What follows belongs to an exercise in optimizing a design on an open flow for small area; a production flow would make more cautious choices. In this exercise RTL edits were held to simulation tests only and were not proved equivalent to the original. Power figures rest on the tool's default switching activity, not on a simulated workload.

==> raven: inputs <==
==> flow/design.v <==
module pec_factor (
  input  wire        clk,
  input  wire        rst,           
  input  wire        in_valid,
  output wire        in_ready,
  input  wire [31:0] c0,            
  input  wire [31:0] c1,
  input  wire [31:0] c2,
  input  wire [31:0] c3,
  input  wire [31:0] cu,            
  input  wire [15:0] w0,            
  input  wire [15:0] w1,
  input  wire [15:0] w2,
  input  wire [15:0] w3,
  input  wire [15:0] wu,            
  input  wire [3:0]  k_en,          
  input  wire        under,         
  input  wire [15:0] f_base,        
  output reg         out_valid,
  output wire [15:0] f,             
  output wire        clamp_hi,
  output wire        clamp_lo
);
  localparam [5:0] LAST = 6'd55;
  reg  [5:0]  cnt;
  reg  [18:0] acc;                  
  reg  [36:0] den;                  
  reg  [37:0] r;                    
  reg  [16:0] q;                    
  reg         lo_q;                 
  reg         dlo_q;                
  assign in_ready = (cnt == LAST);
  always @(posedge clk) begin
    if (rst || !in_valid || in_ready)
      cnt <= 6'd0;
    else
      cnt <= cnt + 6'd1;
  end
  wire [4:0] j    = cnt[4:0];
  wire       colv = ~cnt[5];
  wire b0 = colv & k_en[0] & c0[j];
  wire b1 = colv & k_en[1] & c1[j];
  wire b2 = colv & k_en[2] & c2[j];
  wire b3 = colv & k_en[3] & c3[j];
  wire bu = colv & under   & cu[j];
  wire signed [19:0] x = (b0 ? $signed(w0) : 20'sd0) + (b1 ? $signed(w1) : 20'sd0)
                       + (b2 ? $signed(w2) : 20'sd0) + (b3 ? $signed(w3) : 20'sd0)
                       + (bu ? $signed(wu) : 20'sd0);
  wire signed [19:0] a = (cnt == 6'd0) ? 20'sd0 : $signed(acc);
  wire signed [19:0] p = a + x + ((cnt == 6'd28) ? 20'sd1 : 20'sd0);
  always @(posedge clk) acc <= p[19:1];
  wire acc_zero = (acc == 19'd0);
  wire dlo = acc[18] | (acc_zero & (den[36:24] == 13'd0));
  always @(posedge clk) begin
    if (cnt <= 6'd36)
      den <= {p[0], den[36:1]};
    else if (cnt == 6'd37 && dlo)
      den <= 37'h1000000;
    if (cnt == 6'd37) begin
      dlo_q <= dlo;
      lo_q  <= ~acc[18] & ~acc_zero;
    end
  end
  wire [16:0] hi_sum = {1'b0, f_base} + {9'd0, den[36:29]};
  wire [37:0] r_init = {10'd0, hi_sum, den[28:18]};
  wire [4:0]  i      = LAST[4:0] - cnt[4:0];       
  wire        nb     = den[i + 5'd1];
  wire [37:0] rs     = {r[36:0], nb};
  wire [37:0] r_nxt  = r[37] ? rs + den : rs - den;
  always @(posedge clk) begin
    r <= (cnt == 6'd38) ? r_init : r_nxt;
    q <= {q[15:0], ~r_nxt[37]};
  end
  always @(posedge clk) begin
    if (rst)
      out_valid <= 1'b0;
    else
      out_valid <= in_valid && in_ready;
  end
  wire ovf = q[16] & ~lo_q;
  assign clamp_hi = dlo_q | ovf;
  assign clamp_lo = ~clamp_hi & (lo_q | (q[15:8] == 8'd0));
  assign f = ovf ? 16'hFFFF : clamp_lo ? 16'h0100 : q[15:0];
endmodule
==> flow/run.sh <==
#!/bin/bash
# synth_recipe.tcl (not shown) runs the flow's synth.tcl, then flattens the netlist and writes it again
# the make line also repeats each setting of config.mk as NAME=value (left out here)
make -C /OpenROAD-flow-scripts/flow DESIGN_CONFIG=/design/flow/config.mk WORK_HOME=/design/flow/orfs CLKGATE_MAP_FILE= SYNTH_SCRIPT=/design/flow/synth_recipe.tcl finish
==> flow/config.mk <==
export PLATFORM = sky130hd
export DESIGN_NAME = pec_factor
export DESIGN_NICKNAME = pec_factor
export VERILOG_FILES = /design/flow/design.v
export SDC_FILE = /design/flow/constraint.sdc
export NUM_CORES = 4
export LEC_CHECK = 0
export CAP_MARGIN = 20
export CORE_MARGIN = 2
export CORE_UTILIZATION = 40
export SLEW_MARGIN = 20
==> flow/constraint.sdc <==
create_clock -name core_clock -period 160.0 [get_ports {clk}]
set_input_delay 32.0000 -clock core_clock [delete_from_list [all_inputs] [get_ports {clk}]]
set_output_delay 32.0000 -clock core_clock [all_outputs]
set_load 0.01 [all_outputs]
==> inputs of delta, as changes to raven <==
==> flow/design.v, changed modules only <==
module pec_factor (
  input  wire        clk,
  input  wire        rst,           
  input  wire        in_valid,
  output wire        in_ready,
  input  wire [31:0] c0,            
  input  wire [31:0] c1,
  input  wire [31:0] c2,
  input  wire [31:0] c3,
  input  wire [31:0] cu,            
  input  wire [15:0] w0,            
  input  wire [15:0] w1,
  input  wire [15:0] w2,
  input  wire [15:0] w3,
  input  wire [15:0] wu,            
  input  wire [3:0]  k_en,          
  input  wire        under,         
  input  wire [15:0] f_base,        
  output reg         out_valid,
  output wire [15:0] f,             
  output wire        clamp_hi,
  output wire        clamp_lo
);
  localparam [5:0]  LAST = 6'd56;
  localparam [18:0] BIAS = 19'd163840;   
  reg  [5:0]  cnt;
  reg  [18:0] acc;                  
  reg  [36:0] den;                  
  reg  [37:0] r;                    
  reg         lo_q;                 
  reg         dlo_q;                
  assign in_ready = (cnt == LAST);
  always @(posedge clk) begin
    if (rst || !in_valid || in_ready)
      cnt <= 6'd0;
    else
      cnt <= cnt + 6'd1;
  end
  wire mac  = (cnt <= 6'd36);
  wire dstp = (cnt >= 6'd38) && (cnt <= 6'd55);    
  wire rnd  = in_ready;                            
  wire [4:0] j    = cnt[4:0];
  wire       colv = ~cnt[5];
  wire b0 = colv & k_en[0] & c0[j];
  wire b1 = colv & k_en[1] & c1[j];
  wire b2 = colv & k_en[2] & c2[j];
  wire b3 = colv & k_en[3] & c3[j];
  wire bu = colv & under   & cu[j];
  wire [15:0] u0 = {b0 ? ~w0[15] : ~rnd, w0[14:0] & {15{b0}}};
  wire [15:0] u1 = {b1 ? ~w1[15] : ~rnd, w1[14:0] & {15{b1}}};
  wire [15:0] u2 = {b2 ? ~w2[15] : ~rnd, w2[14:0] & {15{b2}}};
  wire [15:0] u3 = {b3 ? ~w3[15] : ~rnd, w3[14:0] & {15{b3}}};
  wire [15:0] uu = {bu ? ~wu[15] : ~rnd, wu[14:0] & {15{bu}}};
  wire [18:0] a = (cnt == 6'd0) ? BIAS : {acc[18] & ~rnd, acc[17:0]};
  wire        ci = (cnt == 6'd28) | rnd;
  wire [19:0] p = a + u0 + u1 + u2 + u3 + uu + ci;
  wire [37:0] r_nxt;
  always @(posedge clk) acc <= dstp ? {acc[17:0], ~r_nxt[37]} : p[19:1];
  wire acc_zero = (acc == BIAS);
  wire acc_neg  = (acc <  BIAS);
  wire dlo = acc_neg | (acc_zero & (den[36:24] == 13'd0));
  always @(posedge clk) begin
    if (mac)
      den <= {p[0], den[36:1]};
    else if (cnt == 6'd37 && dlo)
      den <= 37'h1000000;
    if (cnt == 6'd37) begin
      dlo_q <= dlo;
      lo_q  <= ~acc_neg & ~acc_zero;
    end
  end
  wire        sub = ~r[37];
  wire [37:0] da  = {1'b0, den} ^ {38{sub}};
  wire [37:0] rs  = {r[36:0], 1'b0};
  wire [38:0] cy;
  assign cy[0] = sub;
  genvar g;
  generate
    for (g = 0; g < 38; g = g + 1) begin : rc
      assign r_nxt[g]  = rs[g] ^ da[g] ^ cy[g];
      assign cy[g + 1] = (rs[g] & da[g]) | (cy[g] & (rs[g] ^ da[g]));
    end
  endgenerate
  always @(posedge clk)
    r <= (cnt == 6'd37) ? {11'd0, f_base, 11'd0} : r_nxt;
  always @(posedge clk) begin
    if (rst)
      out_valid <= 1'b0;
    else
      out_valid <= in_valid && in_ready;
  end
  wire [17:0] q   = acc[17:0];                
  wire        ovf = (q[17] | q[16]) & ~lo_q;
  assign clamp_hi = dlo_q | ovf;
  assign clamp_lo = ~clamp_hi & (lo_q | (q[15:8] == 8'd0));
  assign f = ovf ? 16'hFFFF : clamp_lo ? 16'h0100 : q[15:0];
endmodule
==> flow/flow/run.sh (new file) <==
#!/bin/bash
# Standard ORFS layout with two changes: the port buffers are the smallest
# buffer (buf_1) instead of the resizer's pick, and the clock tree uses
# smaller buffers without dummy loads. Every port still gets its buffer.
set -euo pipefail
export BUFFER_PORTS_ARGS="-buffer_cell sky130_fd_sc_hd__buf_1"
export CTS_ARGS="-sink_clustering_enable -repair_clock_nets -dont_use_dummy_load -buf_list {sky130_fd_sc_hd__clkbuf_4 sky130_fd_sc_hd__clkbuf_8}"
bash standard.sh finish > flow_standard.log 2>&1
==> flow/standard.sh (new file) <==
#!/bin/bash
# synth_recipe.tcl (not shown) runs the flow's synth.tcl, then flattens the netlist and writes it again
# the make line also repeats each setting of config.mk as NAME=value (left out here)
make -C /OpenROAD-flow-scripts/flow DESIGN_CONFIG=/design/flow/config.mk WORK_HOME=/design/flow/orfs CLKGATE_MAP_FILE= SYNTH_SCRIPT=/design/flow/synth_recipe.tcl "${@:-finish}"
removed: flow/run.sh
==> inputs of nickel, as changes to raven <==
==> flow/design.v, changed modules only <==
module pec_factor (
  input  wire        clk,
  input  wire        rst,           
  input  wire        in_valid,
  output wire        in_ready,
  input  wire [31:0] c0,            
  input  wire [31:0] c1,
  input  wire [31:0] c2,
  input  wire [31:0] c3,
  input  wire [31:0] cu,            
  input  wire [15:0] w0,            
  input  wire [15:0] w1,
  input  wire [15:0] w2,
  input  wire [15:0] w3,
  input  wire [15:0] wu,            
  input  wire [3:0]  k_en,          
  input  wire        under,         
  input  wire [15:0] f_base,        
  output reg         out_valid,
  output reg  [15:0] f,             
  output reg         clamp_hi,
  output reg         clamp_lo
);
  assign in_ready = 1'b1;
  reg        v_q;
  reg [31:0] c0_q, c1_q, c2_q, c3_q, cu_q;
  reg [15:0] w0_q, w1_q, w2_q, w3_q, wu_q;
  reg [3:0]  en_q;
  reg        un_q;
  reg [15:0] fb_q;
  always @(posedge clk) begin
    if (rst) begin
      v_q <= 1'b0;
    end else begin
      v_q <= in_valid;
    end
    if (in_valid) begin
      c0_q <= c0; c1_q <= c1; c2_q <= c2; c3_q <= c3; cu_q <= cu;
      w0_q <= w0; w1_q <= w1; w2_q <= w2; w3_q <= w3; wu_q <= wu;
      en_q <= k_en;
      un_q <= under;
      fb_q <= f_base;
    end
  end
  wire signed [48:0] t0 = en_q[0] ? $signed(w0_q) * $signed({1'b0, c0_q}) : 49'sd0;
  wire signed [48:0] t1 = en_q[1] ? $signed(w1_q) * $signed({1'b0, c1_q}) : 49'sd0;
  wire signed [48:0] t2 = en_q[2] ? $signed(w2_q) * $signed({1'b0, c2_q}) : 49'sd0;
  wire signed [48:0] t3 = en_q[3] ? $signed(w3_q) * $signed({1'b0, c3_q}) : 49'sd0;
  wire signed [48:0] tu = un_q    ? $signed(wu_q) * $signed({1'b0, cu_q}) : 49'sd0;
  wire signed [51:0] s = t0 + t1 + t2 + t3 + tu;
  wire signed [52:0] den_s   = s + 53'sd268435456;      
  wire               den_lo  = den_s < 53'sd16777216;   
  wire        [51:0] den     = den_lo ? 52'd16777216 : den_s[51:0];
  wire        [52:0] num = {9'b0, fb_q, 28'b0} + {2'b0, den[51:1]};
  wire        [52:0] q   = num / {1'b0, den};
  wire               hi  = q > 53'd65535;
  wire               lo  = q < 53'd256;
  always @(posedge clk) begin
    if (rst) begin
      out_valid <= 1'b0;
    end else begin
      out_valid <= v_q;
    end
    f        <= hi ? 16'hFFFF : lo ? 16'h0100 : q[15:0];
    clamp_hi <= den_lo || hi;
    clamp_lo <= lo;
  end
endmodule
==> comparison table <==
Run status: raven complete, no violations; delta complete, no violations; nickel complete, no violations
Via-to-Cell Ratio: raven 5.278; delta 5.051; nickel 5.534
Crit path buffers/inverters: raven 5; delta 4; nickel 37
Length of routed wiring on met1: raven 14,630 um; delta 11,250 um; nickel 216,600 um
Signal inverters: raven 120; delta 111; nickel 3,112
Share of post-route cells with drive strength above 1: raven 0.08381; delta 0.07771; nickel 0.05321
Cells on worst reg2reg path: raven 23; delta 47; nickel 570
Register share of the cell area: raven 0.1768; delta 0.2315; nickel 0.04945
Clock latency reported for the late side of the worst-skew pair: raven 0.42 ns; delta 0.38 ns; nickel 0.75 ns
Sequential cell fraction of total power: raven 0.191; delta 0.315; nickel 0
Placement Setup Slack: raven 121.78 ns; delta 122.67 ns; nickel 25.63 ns
Critical path origin: raven cu[15]; delta c3[29]; nickel c2_q[1]$_DFFE_PP_
Worst Max-Slew Pin Slew: raven 1.007 ns; delta 0.9391 ns; nickel 1.203 ns
Tapcell count: raven 390; delta 285; nickel 5,197
Multi-input gate area: raven 0.008566 mm^2; delta 0.006117 mm^2; nickel 0.1338 mm^2
Number of detailed-routing iterations run before antenna repair: raven 6; delta 5; nickel 6
Number of flip-flops and latches: raven 120; delta 103; nickel 281
Clock network power share: raven 0.121; delta 0.083; nickel 0
Number of filler instances in the final layout: raven 2,728; delta 2,230; nickel 39,600
Initial antenna violation count: raven 1; delta 5; nickel 21
Count of clock-net buffers in the final layout: raven 18; delta 9; nickel 42
Total via count after detailed routing: raven 10,310; delta 7,380; nickel 133,600

* * *

==> exp/juniper: inputs <==
Another version of the RTL of pec_factor (not shown whole).
Settings: LEC_CHECK=0, CAP_MARGIN=0, CORE_MARGIN=2, CORE_UTILIZATION=40, SLEW_MARGIN=0; clock period 160.0 ns.
standard.sh (not shown) runs the stock make flow with config.mk's settings and CLKGATE_MAP_FILE= SYNTH_SCRIPT=/design/flow/synth_recipe.tcl, a recipe that flattens the netlist after the stock synthesis.
==> flow/flow/run.sh <==
#!/bin/bash
# Standard ORFS layout (the standard.sh) with these changes:
#  - synthesis skips the generic ABC pass before full-adder extraction
#    (yosys synth -noabc in the fine step), so the full adders written out in
#    the RTL are found as they are, without inverters between them;
#  - the final ABC mapping uses an area-oriented script (flow/abc.script:
#    dch + amap) instead of the delay-oriented one; the clock period is
#    160 ns, so delay is no concern. The registers are the standard
#    synthesis's (ABC maps only the logic between them);
#  - the port buffers are the smallest buffer (buf_1) instead of the
#    resizer's pick; every port still gets its buffer;
#  - the clock tree uses smaller buffers and no dummy loads.
set -euo pipefail
work=$(pwd)
rm -rf "$work/orfs_scripts"
cp -r "$FLOW_HOME/scripts" "$work/orfs_scripts"
cp "$work/flow/abc.script" "$work/orfs_scripts/abc_speed.script"
export SCRIPTS_DIR="$work/orfs_scripts"
export BUFFER_PORTS_ARGS="-buffer_cell sky130_fd_sc_hd__buf_1"
export CTS_ARGS="-sink_clustering_enable -repair_clock_nets -dont_use_dummy_load -buf_list {sky130_fd_sc_hd__clkbuf_4 sky130_fd_sc_hd__clkbuf_8}"
bash standard.sh SYNTH_ARGS=-noabc finish > flow_standard.log 2>&1
==> flow/flow/abc.script <==
strash
dc2
dc2
dch -f
amap
==> exp/amber (differences from exp/juniper) <==
CAP_MARGIN = 20   (was 0)
GPL_TIMING_DRIVEN = 0   (was unset)
SLEW_MARGIN = 20   (was 0)
==> exp/lagoon (differences from exp/juniper) <==
CAP_MARGIN = 20   (was 0)
SLEW_MARGIN = 20   (was 0)
==> notes <==
Clock power is about the same in exp/juniper and exp/lagoon. In cell count, exp/amber and exp/lagoon do not differ. Count of clock-buffer cells in the layout is the same in exp/amber and exp/juniper. Area after synthesis is the same in exp/juniper and exp/amber. First-iteration DRC count, lowest first: exp/lagoon, exp/amber, exp/juniper. Synthesized cell count is the same in exp/lagoon and exp/juniper. The lowest setup slack belongs to exp/amber, the highest to exp/juniper. Register-to-register slack, highest first: exp/juniper, exp/lagoon, exp/amber. In critical path depth, exp/amber and exp/lagoon do not differ.
==> figures <==
Reported combinational group power: exp/lagoon 81.9 µW; exp/amber 79.9 µW; exp/juniper 81.6 µW
Post-layout util: exp/lagoon 49.95%; exp/amber 50.26%; exp/juniper 49.95%
Achievable Freq: exp/lagoon 20.28 MHz; exp/amber 20.22 MHz; exp/juniper 20.32 MHz
Met2 track utilization from global routing: exp/lagoon 41.88%; exp/amber 42.38%; exp/juniper 41.83%
Routed WL: exp/lagoon 24350 µm; exp/amber 24130 µm; exp/juniper 24230 µm
Total placed instance area: exp/lagoon 0.009311 mm²; exp/amber 0.009364 mm²; exp/juniper 0.009309 mm²
Result of the run: exp/lagoon timing/DRC/antenna clean; exp/amber timing/DRC/antenna clean; exp/juniper timing/DRC/antenna clean
Worst slack on hold paths: exp/lagoon 0.4696 ns; exp/amber 0.4744 ns; exp/juniper 0.4722 ns
Power Clock: exp/lagoon 13.4 µW; exp/amber 13.5 µW; exp/juniper 13.2 µW
Clock Pin Slew Worst Setup and Hold Paths: exp/lagoon 0.09 ns; exp/amber 0.08 ns; exp/juniper 0.08 ns
Per-cell routed wire length: exp/lagoon 18.66 µm; exp/amber 18.49 µm; exp/juniper 18.56 µm
Sequential standard cell area: exp/lagoon 0.002452 mm²; exp/amber 0.002454 mm²; exp/juniper 0.002452 mm²
Gr usage total: exp/lagoon 24.59%; exp/amber 24.19%; exp/juniper 24.26%
Multi-input logic portion of the cell area: exp/lagoon 53.80%; exp/amber 53.52%; exp/juniper 53.77%
Via count of the first global-routing pass: exp/lagoon 7351; exp/amber 7197; exp/juniper 7290
Transition time at the pin with the least slew margin: exp/lagoon 0.8777 ns; exp/amber 0.9095 ns; exp/juniper 1.245 ns
Stage delay of the slowest cell on the critical path: exp/lagoon 0.70 ns; exp/amber 0.65 ns; exp/juniper 0.58 ns
Met2 wire length: exp/lagoon 12030 µm; exp/amber 12200 µm; exp/juniper 12150 µm
Fraction of final layout cells sized beyond drive strength 1: exp/lagoon 3.257%; exp/amber 3.640%; exp/juniper 3.161%

[static timing again, ports no longer ideal]
No port has a modelled driver above. Below, the same layouts with a new extraction and two added sets of constraints. Step 1 assumes that a clkbuf_16 drives the clock port and a buf_2 every other input. Step 2 times the ports against the registers' clock, not the clock port: input delays grow and output delays shrink by t, the midpoint of the rising clock arrivals with the driver on. a / b / c = ideal ports / drivers / drivers and shift; a / b = the first two.
run	shift t [ns]	setup WS [ns]	worst hold slack (ns)	slew at the worst register clock pin (ns)	pins driven straight from the clock port
raven	0.467	122.152 / 122.176 / 121.709	0.342 / 0.342 / 0.342	0.06 / 0.06	1
delta	0.405	123.306 / 123.318 / 122.913	0.496 / 0.496 / 0.496	0.10 / 0.10	1
nickel	0.831	22.696 / 22.696 / 22.696	0.448 / 0.448 / 0.448	0.08 / 0.08	1
exp/juniper	0.399	110.785 / 110.793 / 110.394	0.472 / 0.472 / 0.472	0.10 / 0.10	1
exp/amber	0.410	110.553 / 110.560 / 110.150	0.474 / 0.474 / 0.474	0.11 / 0.11	1
exp/lagoon	0.404	110.689 / 110.696 / 110.292	0.470 / 0.470 / 0.470	0.11 / 0.11	1
After both steps every run listed still meets setup and hold. For raven, which loses most, drivers alone change the setup slack by +0.024 ns; drivers and shift together by -0.443 ns.
